Source: an optimization exercise on an open RTL-to-GDS flow (aim: small area, a short achievable clock period and few clock cycles per item). Production flows keep margins and buffers that such runs may drop. At most, simulation tests tie the RTL to the original design; equivalence was not proved.

Design rs_group_codec, start of the top module:
module rs_group_codec (
    input  wire         clk,
    input  wire         rst_n,         
    input  wire         in_valid,
    output wire         in_ready,
    input  wire         in_op,         
    input  wire [255:0] in_data,
    input  wire [23:0]  in_check,      
    input  wire [31:0]  in_addr,       
    output reg          out_valid,
    input  wire         out_ready,
    output wire [255:0] out_data,
    output wire [23:0]  out_check,
    output wire [1:0]   out_status,
    output wire [5:0]   out_pos
);
For scale: roughly 2700 cells after synthesis, about 310 flip-flops, about 610 I/O pins, ~29000 sq um of cells after synthesis.
==> flow/config.mk <==
export PLATFORM = sky130hd
export DESIGN_NAME = rs_group_codec
export DESIGN_NICKNAME = rs_group_codec
export VERILOG_FILES = /design/flow/design.v
export SDC_FILE = /design/flow/constraint.sdc
export NUM_CORES = 4
export LEC_CHECK = 0
export CAP_MARGIN = 20
export CORE_AREA = 5 5 235 235
export CTS_BUF_LIST = sky130_fd_sc_hd__clkbuf_8
export DIE_AREA = 0 0 240 240
export PLACE_DENSITY = 0.65
export SLEW_MARGIN = 20
export TNS_END_PERCENT = 5
==> flow/constraint.sdc <==
create_clock -name core_clock -period 15.0 [get_ports {clk}]
set_input_delay 3.0000 -clock core_clock [delete_from_list [all_inputs] [get_ports {clk}]]
set_output_delay 3.0000 -clock core_clock [all_outputs]
set_load 0.01 [all_outputs]
standard.sh (not shown) runs the stock make flow with config.mk's settings and CLKGATE_MAP_FILE= SYNTH_SCRIPT=/design/flow/synth_recipe.tcl, a recipe that flattens the netlist after the stock synthesis.
==> flow/flow/run.sh <==
#!/bin/bash
set -euo pipefail
MARGIN=$(cat flow/margin.txt)
bash standard.sh \
  "BUFFER_PORTS_ARGS=-buffer_cell sky130_fd_sc_hd__buf_1" \
  "SETUP_SLACK_MARGIN=$MARGIN" \
  finish > standard.log 2>&1
==> flow/flow/margin.txt <==
7
Testbench counts at the start, summed over its fixed seeds: cycles 9,608, items 9,600.
Rerun with:
==> flow/flow/margin.txt (replaced) <==
6
--- a/flow/config.mk
+++ b/flow/config.mk
@@ -8,7 +8,5 @@
 export CAP_MARGIN = 20
-export CORE_AREA = 5 5 235 235
-export CTS_BUF_LIST = sky130_fd_sc_hd__clkbuf_8
-export DIE_AREA = 0 0 240 240
-export PLACE_DENSITY = 0.65
+export CORE_AREA = 5 5 265 265
+export DIE_AREA = 0 0 270 270
+export PLACE_DENSITY = 0.6
 export SLEW_MARGIN = 20
-export TNS_END_PERCENT = 5
Outcome: The changed run ran to the end with no violations; clock skew barely changes; register-to-register slack is worse by 140 ps; clock-buffer cell count shrinks by 8.
Rerun with:
==> flow/run.sh (new file) <==
#!/bin/bash
# synth_recipe.tcl (not shown) runs the flow's synth.tcl, then flattens the netlist and writes it again
# the make line also repeats each setting of config.mk as NAME=value (left out here)
make -C /OpenROAD-flow-scripts/flow DESIGN_CONFIG=/design/flow/config.mk WORK_HOME=/design/flow/orfs CLKGATE_MAP_FILE= SYNTH_SCRIPT=/design/flow/synth_recipe.tcl finish
--- a/flow/config.mk
+++ b/flow/config.mk
@@ -8,5 +8,7 @@
 export CAP_MARGIN = 20
-export CORE_AREA = 5 5 265 265
-export DIE_AREA = 0 0 270 270
-export PLACE_DENSITY = 0.6
+export CORE_AREA = 5 5 235 235
+export CTS_BUF_LIST = sky130_fd_sc_hd__clkbuf_8
+export DIE_AREA = 0 0 240 240
+export PLACE_DENSITY = 0.65
+export SETUP_SLACK_MARGIN = 5
 export SLEW_MARGIN = 20
removed: flow/flow/run.sh
removed: flow/flow/margin.txt
removed: flow/standard.sh
Core utilization rose by 20 points.
Global-route usage rose by 8.6 points.
Non-clock buffer count fell by 24.
Setup slack gets worse by 960 ps.
Wire length fell by a few percent.
Count of clock-buffer cells in the layout rose by 8.
Via count rose by a few percent.


Starting RTL as in the previous note.
export LEC_CHECK = 0
export CAP_MARGIN = 20
export CORE_AREA = 5 5 235 235
export CTS_BUF_LIST = sky130_fd_sc_hd__clkbuf_8
export DIE_AREA = 0 0 240 240
export PLACE_DENSITY = 0.65
export SLEW_MARGIN = 20
create_clock -name core_clock -period 15.0 [get_ports {clk}]
==> flow/flow/run.sh <==
#!/bin/bash
set -euo pipefail
MARGIN=$(cat flow/margin.txt)
bash standard.sh \
  "BUFFER_PORTS_ARGS=-buffer_cell sky130_fd_sc_hd__buf_1" \
  "SETUP_SLACK_MARGIN=$MARGIN" \
  finish > standard.log 2>&1
==> flow/flow/margin.txt <==
7
The first run completed without violations.
Testbench counts at the start, summed over its fixed seeds: cycles 9,608, items 9,600.
==> next run, changes <==
==> flow/flow/margin.txt (replaced) <==
7.25
Outcome:
- The changed run completed with no timing, DRC or antenna violations
- final area grows by 2.8%
- routed wire length grows by 3.6%
- register-to-register slack got worse by 0.45 ns
- final cell count grows by 1.1%
- synthesized area is unchanged
- global-route usage grows by 1.5 points
- critical path depth grows by 1
==> next run, changes <==
==> flow/flow/margin.txt (replaced) <==
7.5
--- a/flow/config.mk
+++ b/flow/config.mk
@@ -9,3 +9,2 @@
 export CORE_AREA = 5 5 235 235
-export CTS_BUF_LIST = sky130_fd_sc_hd__clkbuf_8
 export DIE_AREA = 0 0 240 240
Worst hold slack is better by 0.0045 ns. Routed wire length is higher by 2.7%. Core utilization grows by 3.7 points. Area after synthesis stays the same. Clock skew came out higher by 0.0053 ns.
==> next run, changes <==
==> flow/flow/margin.txt (replaced) <==
7
--- a/flow/config.mk
+++ b/flow/config.mk
@@ -9,4 +9,6 @@
 export CORE_AREA = 5 5 235 235
+export CTS_BUF_LIST = sky130_fd_sc_hd__clkbuf_8
 export DIE_AREA = 0 0 240 240
-export PLACE_DENSITY = 0.65
+export GPL_ROUTABILITY_DRIVEN = 0
+export PLACE_DENSITY = 0.8
 export SLEW_MARGIN = 20
Register-to-register slack gains 0.03 ns.
Worst hold slack gains 0.058 ns.
Wire length decreases by 8.2%.
Synthesized area stays the same.
First-iteration DRC count increases by 14%.
Setup slack loses 0.23 ns.
Clock skew increases by 0.029 ns.
==> next run, changes <==
--- a/flow/config.mk
+++ b/flow/config.mk
@@ -12,3 +12,3 @@
 export GPL_ROUTABILITY_DRIVEN = 0
-export PLACE_DENSITY = 0.8
+export PLACE_DENSITY = 0.65
 export SLEW_MARGIN = 20
Cell area goes down by about 0.7%.
Wire length goes down by about 1.5%.
Utilization goes down by 0.45 points.
Synthesized cell count is unchanged.
Non-clock buffer count goes down by 5.
Flip-flop and latch count is unchanged.
Global-route usage is about the same.
==> next run, changes <==
==> flow/config.mk (replaced) <==
export PLATFORM = sky130hd
export DESIGN_NAME = rs_group_codec
export DESIGN_NICKNAME = rs_group_codec
export VERILOG_FILES = /design/flow/design.v
export SDC_FILE = /design/flow/constraint.sdc
export NUM_CORES = 4
export LEC_CHECK = 0
export CAP_MARGIN = 20
export CORE_AREA = 5 5 265 265
export DIE_AREA = 0 0 270 270
export PLACE_DENSITY = 0.6
export SLEW_MARGIN = 20
Outcome:
- The changed run ran to the end with no violations
- critical path depth drops by 3
- final area climbs by a few percent
- register-to-register slack is worse by 1.3 ns
- core utilization drops by 13 points


Another version of the RTL of rs_group_codec (not shown whole).
Size in the first run: about 300 flip-flops, about 610 I/O pins.
==> flow/config.mk <==
export PLATFORM = sky130hd
export DESIGN_NAME = rs_group_codec
export DESIGN_NICKNAME = rs_group_codec
export VERILOG_FILES = /design/flow/design.v
export SDC_FILE = /design/flow/constraint.sdc
export NUM_CORES = 4
export LEC_CHECK = 0
export CAP_MARGIN = 20
export CORE_AREA = 5 5 235 235
export CTS_BUF_LIST = sky130_fd_sc_hd__clkbuf_8
export DIE_AREA = 0 0 240 240
export PLACE_DENSITY = 0.65
export SLEW_MARGIN = 20
==> flow/constraint.sdc <==
create_clock -name core_clock -period 15.0 [get_ports {clk}]
set_input_delay 3.0000 -clock core_clock [delete_from_list [all_inputs] [get_ports {clk}]]
set_output_delay 3.0000 -clock core_clock [all_outputs]
set_load 0.01 [all_outputs]
==> flow/flow/margin.txt <==
6.5
Scripts as last shown in full above: flow/flow/run.sh
Rerun with:
==> flow/flow/margin.txt (replaced) <==
7
- CORE_AREA: 5 5 235 235 -> 5 5 265 265
- CTS_BUF_LIST: sky130_fd_sc_hd__clkbuf_8 -> default
- DIE_AREA: 0 0 240 240 -> 0 0 270 270
- PLACE_DENSITY: 0.65 -> 0.6
After rerunning:
- sequential cell count does not change
- clock skew decreases by 21 ps
- design area increases by about 3%
- area after synthesis does not change
- maximum frequency increases by 6.0%
- cell count increases by about 4.5%
Rerun with:
==> flow/flow/margin.txt (replaced) <==
8
Effect:
- The changed run went through all stages and came out clean
- sequential share of layout area went down by 3.4 points
- final area goes up by about 15%
- synthesized area is unchanged
- die area stays the same
- setup slack is better by 930 ps
Rerun with:
==> flow/flow/margin.txt (replaced) <==
7
- CORE_AREA: 5 5 265 265 -> 5 5 235 235
- CTS_BUF_LIST: default -> sky130_fd_sc_hd__clkbuf_8
- DIE_AREA: 0 0 270 270 -> 0 0 240 240
- PLACE_DENSITY: 0.6 -> 0.65
Effect: The changed run completed with no timing, DRC or antenna violations; first-iteration DRC count is lower slightly; routed wire length is lower by roughly a tenth; synthesized cell count is unchanged; cell area is lower by about a fifth; worst setup slack degrades by 1000 ps.
No run of this note included a check of the RTL's function; only the layout flow was run.


run 1:
rs_group_codec with an RTL version that a note above also has.
Size: about 310 flip-flops, roughly 0.029 mm² of cells after synthesis.
// rs_group_codec
module rs_group_codec (
    input  wire         clk,
    input  wire         rst_n,         
    input  wire         in_valid,
    output wire         in_ready,
    input  wire         in_op,         
    input  wire [255:0] in_data,
    input  wire [23:0]  in_check,      
    input  wire [31:0]  in_addr,       
    output reg          out_valid,
    input  wire         out_ready,
    output wire [255:0] out_data,
    output wire [23:0]  out_check,
    output wire [1:0]   out_status,
    output wire [5:0]   out_pos
);
==> flow/config.mk <==
export PLATFORM = sky130hd
export DESIGN_NAME = rs_group_codec
export DESIGN_NICKNAME = rs_group_codec
export VERILOG_FILES = /design/flow/design.v
export SDC_FILE = /design/flow/constraint.sdc
export NUM_CORES = 4
export LEC_CHECK = 0
export CAP_MARGIN = 20
export CORE_AREA = 5 5 235 235
export DIE_AREA = 0 0 240 240
export PLACE_DENSITY = 0.65
export SLEW_MARGIN = 20
==> flow/constraint.sdc <==
create_clock -name core_clock -period 15.0 [get_ports {clk}]
set_input_delay 3.0000 -clock core_clock [delete_from_list [all_inputs] [get_ports {clk}]]
set_output_delay 3.0000 -clock core_clock [all_outputs]
set_load 0.01 [all_outputs]
==> flow/flow/margin.txt <==
7
Scripts as last shown in full above: flow/flow/run.sh
Run 1: all stages complete, timing, DRC and antenna checks passed
Testbench counts of run 1, summed over its fixed seeds: cycles 9,608, items 9,600.
Input changes introduced in run 2 (baseline for comparison: run 1):
--- a/flow/config.mk
+++ b/flow/config.mk
@@ -9,3 +9,4 @@
-export CORE_AREA = 5 5 235 235
-export DIE_AREA = 0 0 240 240
-export PLACE_DENSITY = 0.65
+export CORE_AREA = 5 5 220 220
+export CTS_BUF_LIST = sky130_fd_sc_hd__clkbuf_8
+export DIE_AREA = 0 0 225 225
+export PLACE_DENSITY = 0.75
### Flow results
Wire length after detailed routing came out higher on run 2 than on run 1.
Worst hold slack was lower in the run labelled run 2.
Between run 2 and run 1, the number of distinct standard cells referenced by the synthesized netlist figures differ only marginally.
Looking at starting density of the core across run 1 and run 2, the one that comes out lower is run 1.
The lower design area came out of run 2.
Compare run 1 and run 2 | met3 wire length lower: run 1
Delta (run 2 minus run 1): signal arrival time at the worst endpoint decreased by 3.26 ns relative to the old numbers, sink count of the clock tree closely matched the old numbers, height of the die decreased by 15 µm relative to the old numbers.
What run 3 does differently from run 2 at the input level:
--- a/flow/config.mk
+++ b/flow/config.mk
@@ -9 +9 @@
-export CORE_AREA = 5 5 220 220
+export CORE_AREA = 5 5 235 235
@@ -11,2 +11,2 @@
-export DIE_AREA = 0 0 225 225
-export PLACE_DENSITY = 0.75
+export DIE_AREA = 0 0 240 240
+export PLACE_DENSITY = 0.8
[summary]
Run 3 | status: complete | timing, DRC, antenna: pass. Changes observed in run 3 relative to run 2: core outline area now larger, worst hold slack now larger, maximum fanout along the worst path now smaller. Headroom to the max-slew limit: run 3 worse than run 2. [run 3 vs run 2] final instance area: higher in run 3.
## Diff of input files: run 4 against run 3
==> flow/flow/margin.txt <==
6.75
--- a/flow/config.mk
+++ b/flow/config.mk
@@ -12 +12 @@
-export PLACE_DENSITY = 0.8
+export PLACE_DENSITY = 0.65
Notes after the runs:
Run 4 | stages: all done | timing, DRC, antenna: all pass
Compared with run 3, in run 4 clock skew now sits higher; met1 track utilization from global routing now sits at about the same level; wire length of the first global-routing pass now sits higher; total detailed-routing wirelength now sits at about the same level; first-pass iteration count of the detailed router now sits higher.
Run 4 ended up with xnor2_1 as its critical-path cell with the highest stage delay; run 3 ended up with buf_1.


rs_group_codec, a different RTL version from the one above (not shown whole).
Size in the first run: about 3,600 cells after synthesis, ~320 flip-flops, ~0.034 sq mm of cells after synthesis.
## rs_group_codec
module rs_group_codec (
    input  wire         clk,
    input  wire         rst_n,         
    input  wire         in_valid,
    output wire         in_ready,
    input  wire         in_op,         
    input  wire [255:0] in_data,
    input  wire [23:0]  in_check,      
    input  wire [31:0]  in_addr,       
    output reg          out_valid,
    input  wire         out_ready,
    output wire [255:0] out_data,
    output wire [23:0]  out_check,
    output wire [1:0]   out_status,
    output wire [5:0]   out_pos
);
    wire [23:0] syn;
    rs_encoder u_syn (
        .data  (in_data),
        .check (in_check),
        .addr  (in_addr),
        .syn   (syn)
    );
    wire [7:0] log0, log1;
    rs_log u_log0 (.v(syn[7:0]),  .l(log0));
    rs_log u_log1 (.v(syn[15:8]), .l(log1));
    assign in_ready = !out_valid || out_ready;
    wire accept = in_valid && in_ready;
    always @(posedge clk) begin
        if (!rst_n) begin
            out_valid <= 1'b0;
        end else if (accept) begin
            out_valid <= 1'b1;
        end else if (out_ready) begin
            out_valid <= 1'b0;
        end
    end
    reg          op_q;
    reg  [255:0] data_q;
    reg  [23:0]  check_q;
    reg  [23:0]  syn_q;
    reg  [7:0]   log0_q, log1_q;
    always @(posedge clk) begin
        if (accept) begin
            op_q    <= in_op;
            data_q  <= in_data;
            check_q <= in_check;
            syn_q   <= syn;
            log0_q  <= log0;
            log1_q  <= log1;
        end
    end
    rs_decoder u_dec (
        .op        (op_q),
        .data      (data_q),
        .check     (check_q),
        .syn       (syn_q),
        .log0      (log0_q),
        .log1      (log1_q),
        .data_out  (out_data),
        .check_out (out_check),
        .status    (out_status),
        .pos       (out_pos)
    );
endmodule
==> flow/config.mk <==
export PLATFORM = sky130hd
export DESIGN_NAME = rs_group_codec
export DESIGN_NICKNAME = rs_group_codec
export VERILOG_FILES = /design/flow/design.v
export SDC_FILE = /design/flow/constraint.sdc
export NUM_CORES = 4
export LEC_CHECK = 0
export CAP_MARGIN = 20
export CORE_AREA = 5 5 265 265
export DIE_AREA = 0 0 270 270
export PLACE_DENSITY = 0.6
export SLEW_MARGIN = 20
==> flow/constraint.sdc <==
create_clock -name core_clock -period 15.0 [get_ports {clk}]
set_input_delay 3.0000 -clock core_clock [delete_from_list [all_inputs] [get_ports {clk}]]
set_output_delay 3.0000 -clock core_clock [all_outputs]
set_load 0.01 [all_outputs]
==> flow/flow/margin.txt <==
6
Scripts as last shown in full above: flow/flow/run.sh
Testbench counts at the start, summed over its fixed seeds: cycles 9,608, items 9,600.
Change:
==> flow/run.sh (new file) <==
#!/bin/bash
# synth_recipe.tcl (not shown) runs the flow's synth.tcl, then flattens the netlist and writes it again
# the make line also repeats each setting of config.mk as NAME=value (left out here)
make -C /OpenROAD-flow-scripts/flow DESIGN_CONFIG=/design/flow/config.mk WORK_HOME=/design/flow/orfs CLKGATE_MAP_FILE= SYNTH_SCRIPT=/design/flow/synth_recipe.tcl finish
ABC_AREA = 1   (was default)
CORE_AREA = 5 5 225 225   (was 5 5 265 265)
DIE_AREA = 0 0 230 230   (was 0 0 270 270)
PLACE_DENSITY = 0.7   (was 0.6)
removed: flow/flow/run.sh
removed: flow/flow/margin.txt
removed: flow/standard.sh
What happened: The changed run died in global placement (3_3_place_gp); synthesized cell count climbs by 60%; synthesized area climbs by 14%.
Change:
==> flow/flow/run.sh (new file) <==
#!/bin/bash
set -euo pipefail
MARGIN=$(cat flow/margin.txt)
bash standard.sh \
  "BUFFER_PORTS_ARGS=-buffer_cell sky130_fd_sc_hd__buf_1" \
  "SETUP_SLACK_MARGIN=$MARGIN" \
  finish > standard.log 2>&1
==> flow/flow/margin.txt (new file) <==
8
==> flow/standard.sh (new file) <==
#!/bin/bash
# synth_recipe.tcl (not shown) runs the flow's synth.tcl, then flattens the netlist and writes it again
# the make line also repeats each setting of config.mk as NAME=value (left out here)
make -C /OpenROAD-flow-scripts/flow DESIGN_CONFIG=/design/flow/config.mk WORK_HOME=/design/flow/orfs CLKGATE_MAP_FILE= SYNTH_SCRIPT=/design/flow/synth_recipe.tcl "${@:-finish}"
ABC_AREA = default   (was 1)
CORE_AREA = 5 5 265 265   (was 5 5 225 225)
DIE_AREA = 0 0 270 270   (was 0 0 230 230)
PLACE_DENSITY = 0.6   (was 0.7)
removed: flow/run.sh
The changed run went through all stages and came out clean.
Area after synthesis drops by 13%.
Synthesized cell count came out lower by 37%.
Change:
==> flow/run.sh (new file) <==
#!/bin/bash
# synth_recipe.tcl (not shown) runs the flow's synth.tcl, then flattens the netlist and writes it again
# the make line also repeats each setting of config.mk as NAME=value (left out here)
make -C /OpenROAD-flow-scripts/flow DESIGN_CONFIG=/design/flow/config.mk WORK_HOME=/design/flow/orfs CLKGATE_MAP_FILE= SYNTH_SCRIPT=/design/flow/synth_recipe.tcl finish
removed: flow/flow/run.sh
removed: flow/flow/margin.txt
removed: flow/standard.sh
Outcome: The changed run completed without violations. Clock skew fell by 0.0062 ns. Setup slack degrades by 2.0 ns. Cell count fell by a few percent. Cell area fell by roughly a tenth.

[separate check: timing with driven ports]
How much do the figures lean on ideal ports? The routed layouts below were timed once more, with nothing changed but the port constraints.
Step 1 (the two cells are an assumption about what drives the block):
set clk [get_ports {clk}]
set_driving_cell -lib_cell sky130_fd_sc_hd__clkbuf_16 $clk
set_driving_cell -lib_cell sky130_fd_sc_hd__buf_2 [delete_from_list [all_inputs] $clk]
Step 2 moves the port delays by t, midway between the first and last clock arrival at a register: inputs arrive t later, outputs are due t later. That takes back most of the time a late clock gives input paths.
a / b / c = ideal ports / drivers / drivers and shift; a / b = the first two.
run | t (ns) | slack for setup (ns) | worst slew at a driven data input, ns
the first run of note 1 | 0.716 | 6.732 / 6.675 / 6.082 | 0.12
the second run of note 1 | 0.636 | 6.269 / 6.299 / 5.663 | 0.14
the third run of note 1 | 0.724 | 5.309 / 5.337 / 4.613 | 0.13
the first run of note 2 | 0.735 | 7.038 / 7.035 / 6.330 | 0.13
the second run of note 2 | 0.710 | 7.180 / 7.209 / 6.499 | 0.13
the third run of note 2 | 0.635 | 7.150 / 7.185 / 6.550 | 0.09
the fourth run of note 2 | 0.731 | 6.921 / 6.934 / 6.221 | 0.14
the fifth run of note 2 | 0.707 | 7.010 / 7.023 / 6.316 | 0.11
the sixth run of note 2 | 0.625 | 7.034 / 7.062 / 6.437 | 0.13
the first run of note 3 | 0.733 | 6.467 / 6.406 / 5.926 | 0.18
the second run of note 3 | 0.641 | 6.951 / 6.988 / 6.346 | 0.16
the third run of note 3 | 0.623 | 7.879 / 7.871 / 7.249 | 0.16
the fourth run of note 3 | 0.727 | 6.877 / 6.871 / 6.144 | 0.21
run 1 | 0.633 | 6.992 / 6.974 / 6.391 | 0.12
run 2 | 0.717 | 6.972 / 6.919 / 6.288 | 0.20
run 3 | 0.722 | 7.040 / 6.996 / 6.346 | 0.14
run 4 | 0.716 | 6.742 / 6.743 / 6.056 | 0.11
the first run of note 5 | 0.619 | 6.152 / 6.102 / 5.635 | 0.14
the third run of note 5 | 0.621 | 7.001 / 6.950 / 6.729 | 0.13
the fourth run of note 5 | 0.629 | 4.985 / 4.922 / 5.229 | 0.13
After both steps setup and hold are still met in every run listed. The setup slack of the fourth run of note 3, which loses most, moves by -0.006 ns with the drivers and by -0.733 ns with both steps.
